Context: an optimization exercise on an open-source flow, tuned for small area, a short achievable clock period and few clock cycles per item. The choices shown serve that exercise and are no tape-out recipe.
RTL that was checked went through simulation tests only; none was proved equivalent to the original.

==> inputs of 12-13 <==
==> flow/design.v (excerpt) <==
module rs_group_codec (
    input  wire         clk,
    input  wire         rst_n,         
    input  wire         in_valid,
    output wire         in_ready,
    input  wire         in_op,         
    input  wire [255:0] in_data,
    input  wire [23:0]  in_check,      
    input  wire [31:0]  in_addr,       
    output reg          out_valid,
    input  wire         out_ready,
    output wire [255:0] out_data,
    output wire [23:0]  out_check,
    output wire [1:0]   out_status,
    output wire [5:0]   out_pos
);
==> flow/config.mk <==
export PLATFORM = sky130hd
export DESIGN_NAME = rs_group_codec
export DESIGN_NICKNAME = rs_group_codec
export VERILOG_FILES = /design/flow/design.v
export SDC_FILE = /design/flow/constraint.sdc
export NUM_CORES = 4
export LEC_CHECK = 0
export CAP_MARGIN = 20
export CORE_AREA = 5 5 235 235
export CTS_BUF_LIST = sky130_fd_sc_hd__clkbuf_8
export DIE_AREA = 0 0 240 240
export PLACE_DENSITY = 0.65
export SLEW_MARGIN = 20
export TNS_END_PERCENT = 5
==> flow/constraint.sdc <==
create_clock -name core_clock -period 15.0 [get_ports {clk}]
set_input_delay 3.0000 -clock core_clock [delete_from_list [all_inputs] [get_ports {clk}]]
set_output_delay 3.0000 -clock core_clock [all_outputs]
set_load 0.01 [all_outputs]
standard.sh (not shown) runs the stock make flow with config.mk's settings and CLKGATE_MAP_FILE= SYNTH_SCRIPT=/design/flow/synth_recipe.tcl, a recipe that flattens the netlist after the stock synthesis.
==> flow/flow/run.sh <==
#!/bin/bash
set -euo pipefail
MARGIN=$(cat flow/margin.txt)
bash standard.sh \
  "BUFFER_PORTS_ARGS=-buffer_cell sky130_fd_sc_hd__buf_1" \
  "SETUP_SLACK_MARGIN=$MARGIN" \
  finish > standard.log 2>&1
==> flow/flow/margin.txt <==
7
==> 08-18: changes against 12-13 <==
--- a/flow/config.mk
+++ b/flow/config.mk
@@ -8,7 +8,6 @@
 export CAP_MARGIN = 20
-export CORE_AREA = 5 5 235 235
+export CORE_AREA = 5 5 220 220
 export CTS_BUF_LIST = sky130_fd_sc_hd__clkbuf_8
-export DIE_AREA = 0 0 240 240
-export PLACE_DENSITY = 0.65
+export DIE_AREA = 0 0 225 225
+export PLACE_DENSITY = 0.75
 export SLEW_MARGIN = 20
-export TNS_END_PERCENT = 5
==> 05-05: changes against 12-13 <==
--- a/flow/config.mk
+++ b/flow/config.mk
@@ -11,4 +11,4 @@
 export DIE_AREA = 0 0 240 240
+export GPL_ROUTABILITY_DRIVEN = 0
 export PLACE_DENSITY = 0.65
 export SLEW_MARGIN = 20
-export TNS_END_PERCENT = 5
==> comparison table <==
| quantity | 05-05 | 12-13 | 08-18 |
|---|---|---|---|
| Footprint of the multi-input gates | 20,000 µm² | 19,800 µm² | 20,000 µm² |
| Last weighted congestion value of the routability-driven placer | - | 1.12 | 1.17 |
| Vert. Die Dim | 240 µm | 240 µm | 225 µm |
| CTS resizes | 37 | 60 | 47 |
| Routed wl met3 | 19,400 µm | 20,300 µm | 23,600 µm |
| Critical path capture point type | register | output pin | output pin |
| Wire length of the first global-routing pass | 172,000 µm | 182,000 µm | 182,000 µm |
| Buffers and inverters on the worst path | 4 | 2 | 1 |
| Count of routing violations after the opening detailed-route iteration | 3,604 | 3,963 | 4,494 |
| GRT Overall Usage | 0.425 | 0.455 | 0.511 |
| Total via count after detailed routing | 24,437 | 24,663 | 25,800 |
| Post-Place Worst Slack | 5.26 ns | 4.86 ns | 5.58 ns |
| Share of the core filled with cells in the final layout | 0.653 | 0.649 | 0.752 |
| Vias in the first global route | 23,189 | 23,602 | 24,687 |
| Arrival time reported for the critical path endpoint | 8.38 ns | 5.27 ns | 5.03 ns |
| Die X-Extent | 240 µm | 240 µm | 225 µm |
| Clock buffer count | 53 | 55 | 56 |
| Crit path depth | 18 | 12 | 12 |
| Nets@finish | 3,704 | 3,690 | 3,712 |
| First element of the critical path | in_data[197] | inv0_q[2] | s1c_q[2] |
| Result of the run | complete, no violations | complete, no violations | complete, no violations |
| Effective utilization at floorplan | 0.548 | 0.548 | 0.631 |
| WS Path Type | in2reg | reg2out | reg2out |
Testbench counts of 12-13, summed over its fixed seeds: cycles 9,608, items 9,600.
Testbench counts of 08-18, summed over its fixed seeds: cycles 9,608, items 9,600.
Testbench counts of 05-05, summed over its fixed seeds: cycles 9,608, items 9,600.

* * *

==> wip/cedar: inputs <==
Starting RTL as in the previous note.
==> flow/config.mk <==
export PLATFORM = sky130hd
export DESIGN_NAME = rs_group_codec
export DESIGN_NICKNAME = rs_group_codec
export VERILOG_FILES = /design/flow/design.v
export SDC_FILE = /design/flow/constraint.sdc
export NUM_CORES = 4
export LEC_CHECK = 0
export CAP_MARGIN = 20
export CORE_AREA = 5 5 235 235
export CTS_BUF_LIST = sky130_fd_sc_hd__clkbuf_8
export DIE_AREA = 0 0 240 240
export PLACE_DENSITY = 0.8
export SLEW_MARGIN = 20
==> flow/constraint.sdc <==
create_clock -name core_clock -period 15.0 [get_ports {clk}]
set_input_delay 3.0000 -clock core_clock [delete_from_list [all_inputs] [get_ports {clk}]]
set_output_delay 3.0000 -clock core_clock [all_outputs]
set_load 0.01 [all_outputs]
Scripts as last shown in full above: flow/flow/run.sh, flow/flow/margin.txt
==> wip/delta: changes against wip/cedar <==
==> flow/flow/margin.txt (replaced) <==
6.75
--- a/flow/config.mk
+++ b/flow/config.mk
@@ -9,5 +9,5 @@
 export CORE_AREA = 5 5 235 235
 export CTS_BUF_LIST = sky130_fd_sc_hd__clkbuf_8
 export DIE_AREA = 0 0 240 240
-export PLACE_DENSITY = 0.8
+export PLACE_DENSITY = 0.65
 export SLEW_MARGIN = 20
==> wip/lagoon: changes against wip/cedar <==
==> flow/flow/margin.txt (replaced) <==
6
==> flow/config.mk (replaced) <==
export PLATFORM = sky130hd
export DESIGN_NAME = rs_group_codec
export DESIGN_NICKNAME = rs_group_codec
export VERILOG_FILES = /design/flow/design.v
export SDC_FILE = /design/flow/constraint.sdc
export NUM_CORES = 4
export LEC_CHECK = 0
export CAP_MARGIN = 20
export CORE_AREA = 5 5 265 265
export DIE_AREA = 0 0 270 270
export PLACE_DENSITY = 0.6
export SLEW_MARGIN = 20
==> wip/quartz: changes against wip/cedar <==
==> flow/flow/margin.txt (replaced) <==
7.5
--- a/flow/config.mk
+++ b/flow/config.mk
@@ -7,7 +7,6 @@
 export LEC_CHECK = 0
 export CAP_MARGIN = 20
 export CORE_AREA = 5 5 235 235
-export CTS_BUF_LIST = sky130_fd_sc_hd__clkbuf_8
 export DIE_AREA = 0 0 240 240
-export PLACE_DENSITY = 0.8
+export PLACE_DENSITY = 0.65
 export SLEW_MARGIN = 20
==> notes.md <==
- wip/quartz passed the timing, DRC and antenna checks. wip/lagoon went through all stages and came out clean. wip/delta finished with timing, DRC and antenna clean. wip/cedar ran to the end with no violations.
- In synthesized cell count, wip/lagoon and wip/delta do not differ.
- In flip-flop and latch count, wip/lagoon and wip/cedar do not differ.
- First-iteration DRC count: wip/lagoon is smaller than wip/delta (about 4.6%).
- Critical path depth, lowest first: wip/delta, wip/lagoon, wip/cedar, wip/quartz.
- Count of clock-buffer cells in the layout is the same in wip/cedar and wip/delta.
- Wire length, highest first: wip/lagoon, wip/quartz, wip/delta, wip/cedar.
- Between wip/delta and wip/quartz, the lower cell count is in wip/delta (gap about 2%, measured against wip/quartz).
- The lowest hold slack belongs to wip/quartz, the highest to wip/cedar.
- Global-route usage: wip/cedar is lower than wip/quartz (1.4 points).
==> figures <==
item	wip/cedar	wip/delta	wip/quartz	wip/lagoon
Iteration count of the initial detailed-routing pass	6	7	9	6
Final clock skew	0.0291 ns	0.0346 ns	0.0248 ns	0.0263 ns
Met2 Use GR	66.7%	67.7%	70.3%	59.4%
Number of DRC markers in iteration 0	3740	3519	3845	3356
Multi-input gates	2272	2273	2273	2271
Worst R2R End	check_q[1]$_DFFE_PP_	data_q[11]$_DFFE_PP_	data_q[26]$_DFFE_PP_	data_q[12]$_DFFE_PP_
# resized after CTS	41	34	288	7
Clock period minus final worst setup slack	7.96 ns	8.26 ns	7.85 ns	8.73 ns
Root buffer cell	sky130_fd_sc_hd__clkbuf_8	sky130_fd_sc_hd__clkbuf_8	sky130_fd_sc_hd__clkbuf_16	sky130_fd_sc_hd__clkbuf_16
Status	finished clean	finished clean	finished clean	finished clean
Register-to-register setup slack	10.91 ns	12.42 ns	12.29 ns	11.59 ns
Nets	3714	3718	3828	3669
Number of rows in the core area	84	84	84	95
Count of fill cells added during filler insertion	4228	4204	3785	6238
Fraction of area in registers	26.7%	26.7%	24.6%	27.1%
Weighted congestion reported at the end of routability-driven placement	1.06	1.08	1.15	1.10
Initial Utilization	54.8%	54.8%	54.8%	42.8%
Number of buffers inserted to repair setup after CTS	15	16	94	0
Global-route wire length before repair	181000 um	181000 um	187000 um	193000 um
M1 WL	47600 um	48700 um	49200 um	55600 um
Testbench counts of wip/cedar, summed over its fixed seeds: cycles 9,608, items 9,600.
Testbench counts of wip/delta, summed over its fixed seeds: cycles 9,608, items 9,600.
Testbench counts of wip/lagoon, summed over its fixed seeds: cycles 9,608, items 9,600.
Testbench counts of wip/quartz, summed over its fixed seeds: cycles 9,608, items 9,600.

* * *

==> inputs of run a <==
Another version of the RTL of rs_group_codec (not shown whole).
Settings: LEC_CHECK=0, CAP_MARGIN=20, CORE_AREA=5 5 235 235, CTS_BUF_LIST=sky130_fd_sc_hd__clkbuf_8, DIE_AREA=0 0 240 240, PLACE_DENSITY=0.65, SLEW_MARGIN=20; clock period 15.0 ns.
==> flow/flow/margin.txt <==
6.5
Scripts as last shown in full above: flow/flow/run.sh
==> run b: changes against run a <==
--- a/flow/design.v
+++ b/flow/design.v
@@ -1024,20 +1024,18 @@
     assign syn[21] = x934;
     assign syn[22] = x962;
     assign syn[23] = x994;
 endmodule
 module rs_front (
     input  wire        op,           
     input  wire [23:0] syn,          
-    input  wire [23:0] check,        
     output wire        clean,        
     output wire        single,       
     output wire [7:0]  num,          
-    output wire [3:0]  dinv,         
-    output wire [23:0] check_hold    
+    output wire [3:0]  dinv          
 );
     function automatic [7:0] gf_mul;
         input [7:0] a;
         input [7:0] b;
         integer i;
         reg [7:0] p;
         reg [7:0] x;
@@ -1134,14 +1132,44 @@
     assign s1c[5] = s1[1] ^ s1[3] ^ s1[4];
     assign s1c[6] = s1[2] ^ s1[5] ^ s1[6];
     assign s1c[7] = s1[5];
     wire [3:0] nrm = g16_mul(g16_mul(s0c[7:4], s0c[7:4]), 4'd8) ^
                      g16_mul(s0c[7:4], s0c[3:0]) ^ g16_mul(s0c[3:0], s0c[3:0]);
     assign dinv = g16_inv(nrm);
     assign num  = t_mul(s1c, {s0c[7:4], s0c[3:0] ^ s0c[7:4]});
+endmodule
+module rs_decoder (
+    input  wire         clean,        
+    input  wire         single,       
+    input  wire         op,           
+    input  wire [23:0]  syn,          
+    input  wire [7:0]   num,          
+    input  wire [3:0]   dinv,         
+    input  wire [255:0] data,         
+    input  wire [23:0]  check,        
+    output wire [255:0] data_out,
+    output wire [23:0]  check_out,
+    output wire [1:0]   status,
+    output wire [5:0]   pos
+);
+    function automatic [3:0] g16_mul;
+        input [3:0] a;
+        input [3:0] b;
+        reg [6:0] p;
+        integer i;
+        begin
+            p = 7'd0;
+            for (i = 0; i < 4; i = i + 1)
+                if (b[i]) p = p ^ ({3'd0, a} << i);
+            for (i = 6; i >= 4; i = i - 1)
+                if (p[i]) p = p ^ (7'b0010011 << (i - 4));
+            g16_mul = p[3:0];
+        end
+    endfunction
+    wire [7:0] s0 = syn[7:0];
     wire w0 = syn[2] ^ syn[6];
     wire w1 = syn[3] ^ syn[7];
     wire w2 = syn[4] ^ syn[22];
     wire w3 = syn[1] ^ syn[5];
     wire w4 = syn[8] ^ syn[21];
     wire w5 = syn[19] ^ syn[23];
     wire w6 = syn[16] ^ w0;
@@ -1267,43 +1295,14 @@
     assign penc[17] = w90 ^ check[17];
     assign penc[18] = w95 ^ check[18];
     assign penc[19] = w98 ^ check[19];
     assign penc[20] = w100 ^ check[20];
     assign penc[21] = w102 ^ check[21];
     assign penc[22] = w105 ^ check[22];
     assign penc[23] = w107 ^ check[23];
-    assign check_hold = op ? check : penc;
-endmodule
-module rs_decoder (
-    input  wire         clean,        
-    input  wire         single,       
-    input  wire [7:0]   s0,           
-    input  wire [7:0]   num,          
-    input  wire [3:0]   dinv,         
-    input  wire [255:0] data,         
-    input  wire [23:0]  check,        
-    output wire [255:0] data_out,
-    output wire [23:0]  check_out,
-    output wire [1:0]   status,
-    output wire [5:0]   pos
-);
-    function automatic [3:0] g16_mul;
-        input [3:0] a;
-        input [3:0] b;
-        reg [6:0] p;
-        integer i;
-        begin
-            p = 7'd0;
-            for (i = 0; i < 4; i = i + 1)
-                if (b[i]) p = p ^ ({3'd0, a} << i);
-            for (i = 6; i >= 4; i = i - 1)
-                if (p[i]) p = p ^ (7'b0010011 << (i - 4));
-            g16_mul = p[3:0];
-        end
-    endfunction
     wire [7:0]  r = {g16_mul(num[7:4], dinv), g16_mul(num[3:0], dinv)};
     wire [38:0] hit;
     assign hit[0] = (r == 8'h01);
     assign hit[1] = (r == 8'h21);
     assign hit[2] = (r == 8'h47);
     assign hit[3] = (r == 8'h2B);
     assign hit[4] = (r == 8'h3D);
@@ -1353,15 +1352,16 @@
     assign status = clean ? 2'd0 : corr ? 2'd1 : mis ? 2'd3 : 2'd2;
     assign pos    = single ? kpos : 6'd0;
     genvar n;
     generate
         for (n = 0; n < 35; n = n + 1) begin : g_fix
             wire fix = single & hit[n];
             if (n < 3) begin : g_c
-                assign check_out[8*n +: 8] = check[8*n +: 8] ^ ({8{fix}} & s0);
+                assign check_out[8*n +: 8] = op ? check[8*n +: 8] ^ ({8{fix}} & s0)
+                                                : penc[8*n +: 8];
             end else begin : g_d
                 assign data_out[8*(n-3) +: 8] = data[8*(n-3) +: 8] ^ ({8{fix}} & s0);
             end
         end
     endgenerate
 endmodule
 module rs_group_codec (
@@ -1386,56 +1386,57 @@
         .check (in_check),
         .addr  (in_addr),
         .syn   (syn)
     );
     wire        clean, single;
     wire [7:0]  num;
     wire [3:0]  dinv;
-    wire [23:0] check_hold;
     rs_front u_front (
         .op         (in_op),
         .syn        (syn),
-        .check      (in_check),
         .clean      (clean),
         .single     (single),
         .num        (num),
-        .dinv       (dinv),
-        .check_hold (check_hold)
+        .dinv       (dinv)
     );
     assign in_ready = !out_valid || out_ready;
     wire accept = in_valid && in_ready;
     always @(posedge clk) begin
         if (!rst_n) begin
             out_valid <= 1'b0;
         end else if (accept) begin
             out_valid <= 1'b1;
         end else if (out_ready) begin
             out_valid <= 1'b0;
         end
     end
     reg  [255:0] data_q;
     reg  [23:0]  check_q;
-    reg  [7:0]   s0_q, num_q;
+    reg  [23:0]  syn_q;
+    reg  [7:0]   num_q;
+    reg          op_q;
     reg  [3:0]   dinv_q;
     reg          clean_q, single_q;
     always @(posedge clk) begin
         if (accept) begin
             data_q   <= in_data;
-            check_q  <= check_hold;
-            s0_q     <= syn[7:0];
+            op_q     <= in_op;
+            check_q  <= in_check;
+            syn_q    <= syn;
             num_q    <= num;
             dinv_q   <= dinv;
             clean_q  <= clean;
             single_q <= single;
         end
     end
     rs_decoder u_dec (
         .clean     (clean_q),
         .single    (single_q),
-        .s0        (s0_q),
+        .op        (op_q),
+        .syn       (syn_q),
         .num       (num_q),
         .dinv      (dinv_q),
         .data      (data_q),
         .check     (check_q),
         .data_out  (out_data),
         .check_out (out_check),
         .status    (out_status),
==> flow/flow/margin.txt (replaced) <==
7
==> notes.md <==
	run b	run a
Status	timing/DRC/antenna clean	timing/DRC/antenna clean
Met2 routing resource usage after global routing	0.704	0.699
XOR/XNOR share of the synthesized area	0.534	0.545
Area share of the leading cell type in the synthesized netlist	0.315	0.297
Cells after Synth	2709	2769
Post-Layout Inst Area	35300 sq um	34900 sq um
Comb_multi_in	2259	2337
Instance area at placement	33700 sq um	33700 sq um
Crit path kind	in -> reg	reg -> out
Per-instance average area after synthesis	11.2 sq um	11.0 sq um
TritonCTS buffer count	55	51
Clock period minus final worst setup slack	8.05 ns	8.53 ns
Highest Clock Rate	124 MHz	117 MHz
Metal2 WL	60300 microns	59700 microns
Buffers excl. clock	663	655
Origin of the worst setup path	in_data[241]	dinv_q[3]$_DFFE_PP_
Setup repair after global routing missed its margin	true	false
Met3 Use GR	0.169	0.173
Sequential area share after synthesis	0.315	0.298
Least-Margin Pin Slew	1.33 ns	1.31 ns
No run of this note included a check of the RTL's function; only the layout flow was run.

port drivers added, routing unchanged:
How much do the figures lean on ideal ports? The routed layouts below were timed once more, with nothing changed but the port constraints. Step 1 (the two cells are an assumption about what drives the block):
set clk [get_ports {clk}]
set_driving_cell -lib_cell sky130_fd_sc_hd__clkbuf_16 $clk
set_driving_cell -lib_cell sky130_fd_sc_hd__buf_2 [delete_from_list [all_inputs] $clk]
Step 2 times the ports against the registers' clock, not the clock port: input delays grow and output delays shrink by t, the midpoint of the rising clock arrivals with the driver on. Slacks: ideal ports / drivers / drivers and shift; pairs: ideal ports / drivers.
run | t (ns) | setup WS [ns] | worst setup path after step 2 | latest minus earliest clock arrival (ns)
12-13 | 0.716 | 6.732 / 6.675 / 6.082 | input to register | 0.052 / 0.052
08-18 | 0.717 | 6.972 / 6.919 / 6.288 | input to register | 0.047 / 0.046
05-05 | 0.707 | 7.010 / 7.023 / 6.316 | input to register | 0.040 / 0.040
wip/cedar | 0.722 | 7.040 / 6.996 / 6.346 | input to register | 0.043 / 0.043
wip/delta | 0.716 | 6.742 / 6.743 / 6.056 | input to register | 0.041 / 0.040
wip/lagoon | 0.636 | 6.269 / 6.299 / 5.663 | input to register | 0.030 / 0.030
wip/quartz | 0.635 | 7.150 / 7.185 / 6.550 | input to register | 0.025 / 0.025
run a | 0.733 | 6.467 / 6.406 / 5.926 | input to register | 0.042 / 0.042
run b | 0.742 | 6.945 / 6.971 / 6.229 | input to register | 0.070 / 0.069
After both steps setup and hold are still met in every run listed. The setup slack of run b, which loses most, moves by +0.026 ns with the drivers and by -0.716 ns with both steps.
